What follows belongs to an exercise in optimizing a design on an open flow for small area, a short achievable clock period and few clock cycles per item; a production flow would make more cautious choices. In this exercise RTL edits were held to simulation tests only and were not proved equivalent to the original. Power figures rest on the tool's default switching activity, not on a simulated workload.

==> design.v <==
module rowq8 (
  input  wire        clk,
  input  wire        rst,             
  input  wire        in_valid,
  output wire        in_ready,
  input  wire [31:0] in_data,         
  output wire        out_valid,
  input  wire        out_ready,
  output wire [7:0]  out_q,           
  output wire        out_last,        
  output wire [31:0] out_scale,       
  output wire [7:0]  out_nonfinite,   
  output wire [7:0]  out_zero
);
  localparam N = 128;
  localparam [1:0] S_IN    = 2'd0,    
                   S_SCALE = 2'd1,    
                   S_OUT   = 2'd2;    
  reg  [1:0]  state;
  reg  [6:0]  idx;
  reg  [30:0] max_mag;       
  reg  [7:0]  scale_bexp;    
  reg  [7:0]  nonfinite_cnt;
  reg  [7:0]  zero_cnt;
  reg  [31:0] row_buf [0:N-1];
  wire [7:0]  max_exp  = max_mag[30:23];
  wire [22:0] max_frac = max_mag[22:0];
  reg  [8:0]  new_bexp;
  always @(*) begin
    if (max_mag == 31'd0)
      new_bexp = 9'd127;
    else if (max_exp == 8'd0)
      new_bexp = 9'd1;
    else begin
      if (max_frac <= 23'h7E0000)
        new_bexp = {1'b0, max_exp} - 9'd6;
      else
        new_bexp = {1'b0, max_exp} - 9'd5;
      if (new_bexp[8] || new_bexp == 9'd0)
        new_bexp = 9'd1;
    end
  end
  wire [31:0] elem      = row_buf[idx];
  wire        e_sign    = elem[31];
  wire [7:0]  e_exp     = elem[30:23];
  wire [22:0] e_frac    = elem[22:0];
  wire        e_special = (e_exp == 8'hFF);
  wire        e_is_zero = (elem[30:0] == 31'd0);
  wire        e_is_nan  = e_special && (e_frac != 23'd0);
  wire [23:0] e_mant    = {e_exp != 8'd0, e_frac};
  wire [7:0]  e_exp_eff = (e_exp == 8'd0) ? 8'd1 : e_exp;
  wire signed [10:0] shift_raw = $signed({3'b0, scale_bexp}) + 11'sd23
                                 - $signed({3'b0, e_exp_eff});
  wire [4:0]  shift = (shift_raw > 11'sd26) ? 5'd26 : shift_raw[4:0];
  wire [49:0] shifted   = {e_mant, 26'd0} >> shift;
  wire [23:0] int_part  = shifted[49:26];
  wire        guard     = shifted[25];
  wire        sticky    = |shifted[24:0];
  wire        round_up  = guard && (sticky || int_part[0]);
  wire [7:0]  mag       = int_part[7:0] + {7'd0, round_up};
  reg  [7:0]  q;
  always @(*) begin
    if (e_special)
      q = e_is_nan ? 8'd0 : (e_sign ? -8'sd127 : 8'sd127);
    else
      q = e_sign ? -mag : mag;
  end
  wire elem_nonfinite = e_special;
  wire elem_zero      = !e_special && !e_is_zero && (mag == 8'd0);
  wire in_fire  = in_valid && in_ready;
  wire out_fire = out_valid && out_ready;
  assign in_ready  = (state == S_IN);
  assign out_valid = (state == S_OUT);
  assign out_q     = q;
  assign out_last  = (idx == N - 1);
  assign out_scale = {1'b0, scale_bexp, 23'd0};
  assign out_nonfinite = nonfinite_cnt + {7'd0, elem_nonfinite};
  assign out_zero      = zero_cnt + {7'd0, elem_zero};
  always @(posedge clk) begin
    if (in_fire)
      row_buf[idx] <= in_data;
  end
  always @(posedge clk) begin
    if (rst) begin
      state         <= S_IN;
      idx           <= 7'd0;
      max_mag       <= 31'd0;
      scale_bexp    <= 8'd127;
      nonfinite_cnt <= 8'd0;
      zero_cnt      <= 8'd0;
    end else begin
      case (state)
        S_IN: begin
          if (in_fire) begin
            if (in_data[30:23] != 8'hFF && in_data[30:0] > max_mag)
              max_mag <= in_data[30:0];
            idx <= idx + 7'd1;
            if (idx == N - 1)
              state <= S_SCALE;
          end
        end
        S_SCALE: begin
          scale_bexp    <= new_bexp[7:0];
          nonfinite_cnt <= 8'd0;
          zero_cnt      <= 8'd0;
          idx           <= 7'd0;
          state         <= S_OUT;
        end
        S_OUT: begin
          if (out_fire) begin
            nonfinite_cnt <= out_nonfinite;
            zero_cnt      <= out_zero;
            idx           <= idx + 7'd1;
            if (idx == N - 1) begin
              max_mag <= 31'd0;
              state   <= S_IN;
            end
          end
        end
        default: state <= S_IN;
      endcase
    end
  end
endmodule
==> run.sh <==
#!/bin/bash
# synth_recipe.tcl (not shown) runs the flow's synth.tcl, then flattens the netlist and writes it again
# the make line also repeats each setting of config.mk as NAME=value (left out here)
make -C /OpenROAD-flow-scripts/flow DESIGN_CONFIG=/design/flow/config.mk WORK_HOME=/design/flow/orfs CLKGATE_MAP_FILE= SYNTH_SCRIPT=/design/flow/synth_recipe.tcl finish
==> config.mk <==
export PLATFORM = sky130hd
export DESIGN_NAME = rowq8
export DESIGN_NICKNAME = rowq8
export VERILOG_FILES = /design/flow/design.v
export SDC_FILE = /design/flow/constraint.sdc
export NUM_CORES = 4
export LEC_CHECK = 0
export CAP_MARGIN = 20
export CORE_MARGIN = 2
export CORE_UTILIZATION = 40
export SLEW_MARGIN = 20
export SYNTH_MEMORY_MAX_BITS = 8192
==> constraint.sdc <==
create_clock -name core_clock -period 14.0 [get_ports {clk}]
set_input_delay 2.8000 -clock core_clock [delete_from_list [all_inputs] [get_ports {clk}]]
set_output_delay 2.8000 -clock core_clock [all_outputs]
set_load 0.01 [all_outputs]
==> results.txt <==
largest fanout on the critical path 24; total chip power 0.0277 W; Die X 647 µm; R2R Path End zero_cnt[7]; Post-Syn Instances 8595; All-Layer GR Usage 0.245; Area growth syn-to-layout 14.2%; Worst Hold Path Cells 2; Post-Route Skew 0.0589 ns; design area 189000 µm²; First DRT Iteration DRCs 13300; slew of the pin with the lowest slew margin 1.22 ns; worst min path class reg -> reg; Die Height 647 µm; gpl congestion 0.948; final cycle utilization of the critical path 0.958; # IOs 95; clock-pin slew on the worst setup and hold paths 0.06 ns; Top delay family on crit path simple AND/OR/NAND/NOR gates; most used cell along the critical path ha_1; vias in the first global route 87700; fmax 0.0745 GHz; largest net degree at the start of global routing 123; Synth cell types 87; Setup crit end out_zero[7]; Setup WS post-layout 0.584 ns; Rows 235; main flop type after synthesis edfxtp_1; Die Area 418000 µm²; sequential cell area 124000 µm²; Total Routed Length 526000 µm; worst stage delay on the critical path 0.84 ns; grt total ovfl 0; footprint of the multi-input gates 39000 µm²; Critical Path Source Type flip-flop; Synth Area in Simple Gates 0.0263; PD cells 147 nW/µm²; WS Path Type reg -> out; antenna violations before repair 49; Synth area leaders edfxtp_1 74%, mux4_2 7.7%, mux2i_1 6.7%, a22oi_1 2.4%, dfxtp_1 0.86%; via count 90500; Worst Reg-to-Reg Cells 43; status complete, no violations; Worst EP required 11.20 ns; compound-cell area share of the yosys netlist 0.0490; Antenna Nets Post-Route 0; Synth top area share 0.745; ratio of cells with drive above 1 in the final layout 0.203; FFs w/ async S/R, synth 0; final hold violation count 0; Rel. slew slack 0.181; Max Cap Viol 0; Yosys reg bits 4167; number of flops mapped to enable cells by yosys 4096; pre-CTS WS 0.751 ns; first-pass GRT wire length 712000 µm; stages on the worst setup path 39; Setup-failing EPs final 0; Residual DRC 0; reg2reg setup slack 4.29 ns; Sink Count 4167; Mean Syn Cell Area 19.2 µm²; multiplexer area fraction after synthesis 0.144; YS warnings 1; worst skew pair latency 0.98 ns; H-tree Lvls 5; nets@finish 9160; total CTS buffers 421; worst-case clock buffer depth 4; CTS tree built; count of final max-slew check failures 0; Hold WS 0.559 ns; Seq/Total Area, Yosys 0.753; dpl hpwl 304000 µm; Peak VDD IR 0.138 mV; routed len/inst 35.3 µm; Root Buffer clkbuf_16; Crit. End Element primary output; Mapped Area 165000 µm²; Via density 6.08; fillcell total 34400; Post-DP Area 175000 µm²; 1st-pass router iterations 6; Leakage Power 58.1 nW; largest family of logic cells by synthesized area multiplexers; CP bufs+invs 6; worst path arrival time 10.62 ns; Synth area leader edfxtp_1; port bufs 70; Starting Density 0.402; Tmin final 13.42 ns; slowest CP cell nor2b_2; core area 410000 µm²; Adder-Cell Fraction of Synth Area 0.00464; Synth Area in XOR/XNOR 0.00175
[where the power goes]
group,switching [W],internal (W)
Combinational,0.00188,0.00111
Sequential,0.0000163,0.0137
Clock,0.00477,0.00617
Total,0.00666,0.0210
[kinds of logic after synthesis]
| family | count (synthesis) |
|---|---|
| buf+inv | 589 |
| other cells | 1 |
| flops | 4167 |
| mux | 1678 |
| xor+xnor | 33 |
| fa+ha+maj | 60 |
| compound gates | 1176 |
| simple gates | 891 |
[cells in the final DEF (no fill, tap or decap), drive strengths merged, types with 97 or more instances in the layout]
master,n
edfxtp,4096
mux2i,1105
mux4,561
a22oi,530
clkbuf,510
buf,509
nor2,300
a21oi,254
clkinv,214
nand2,158
o22ai,118
nand3,97
[worst min path at each step]
stage                          start               end
global placement         zero_cnt[6]       zero_cnt[6]
finish              nonfinite_cnt[0]  nonfinite_cnt[0]
floorplan              scale_bexp[4]     scale_bexp[4]
global route           scale_bexp[4]     scale_bexp[4]
CTS                 nonfinite_cnt[0]  nonfinite_cnt[0]
detailed placement  nonfinite_cnt[0]  nonfinite_cnt[0]
[layout make-up]
class / count / area share
Timing Repair Buffer: 547 / 0.0254
Inverter: 64 / 0.00129
Sequential cell: 4167 / 0.660
Tap cell: 5451 / 0.0362
Clock buffer: 506 / 0.0581
Antenna cell: 6 / 0.0000796
Clock inverter: 271 / 0.0123
Multi-Input combinational cell: 3863 / 0.207
[layer usage]
| layer | routed length [µm] | GRT usage | up-vias | part of all wire |
|---|---|---|---|---|
| met3 | 56700 | 0.0540 | 867 | 0.11 |
| met5 | 69 | 0 | - | 0.00013 |
| met2 | 238000 | 0.378 | 5059 | 0.45 |
| met4 | 25800 | 0.104 | 8 | 0.049 |
| li1 | - | - | 36400 | - |
| met1 | 205000 | 0.336 | 48200 | 0.39 |
[timing repair]
item | CTS | global route
hold buffers | 0 | 0
gates resized for setup | 7 | 37
cloned | 1 | 4
setup endpoints to repair | 6 | 8
setup buffers | 3 | 22
pin swaps | 0 | 7
[through the flow]
stage                     instances   util  TNS (ns)
after floorplan                8618      -         0
after detailed placement      14100  0.425         0
after global placement        14100  0.425         0
final                         14900  0.459         0
after CTS                     14800  0.458         0
after global routing          14900  0.459   -0.0886
[cell usage after synthesis (58+ instances only)]
| master | number |
|---|---|
| edfxtp_1 | 4096 |
| mux2i_1 | 1105 |
| mux4_2 | 561 |
| a22oi_1 | 530 |
| nor2_1 | 300 |
| a21oi_1 | 254 |
| clkbuf_1 | 219 |
| nand2_1 | 158 |
| o22ai_1 | 118 |
| buf_2 | 107 |
| nand3_1 | 97 |
| buf_4 | 87 |
| nand4_1 | 81 |
| buf_6 | 76 |
| dfxtp_1 | 71 |
| inv_1 | 62 |
| nor3_1 | 62 |
| o21ai_0 | 61 |
| ha_1 | 58 |
[flip-flops by register name, indices dropped and copies added (netlist names), named ones only]
signal	flops
nonfinite_cnt	8
zero_cnt	8
scale_bexp	8
state	2
max_mag	31
row_buf	4096
idx	7
[tightest hold or removal path: cells and delay by family (launching register included)]
| kind | cells | cell delay (ns) |
|---|---|---|
| flops | 1 | 0.35 |
| compound gates | 1 | 0.09 |
| simple gates | 1 | 0.08 |
Testbench counts, summed over its fixed seeds: cycles 32,896, rows 128.

[re-timing with driven ports]
No port has a modelled driver above. Below, the same layout with a new extraction and two added sets of constraints.
Step 1 sets driving cells, clkbuf_16 on the clock port and buf_2 on the other inputs (assumed; they add their load-dependent delay and slew).
Step 2 times the ports against the registers' clock, not the clock port: input delays grow and output delays shrink by t, the midpoint of the rising clock arrivals with the driver on.
a / b / c = ideal ports / drivers / drivers and shift; a / b = the first two.
t (ns): 1.077
slack for setup (ns): 0.584 / 0.465 / 1.542
latest minus earliest clock arrival (ns): 0.073 / 0.073
After both steps setup and hold are still met in this run. The setup slack of this run moves by -0.119 ns with the drivers and by +0.958 ns with both steps.
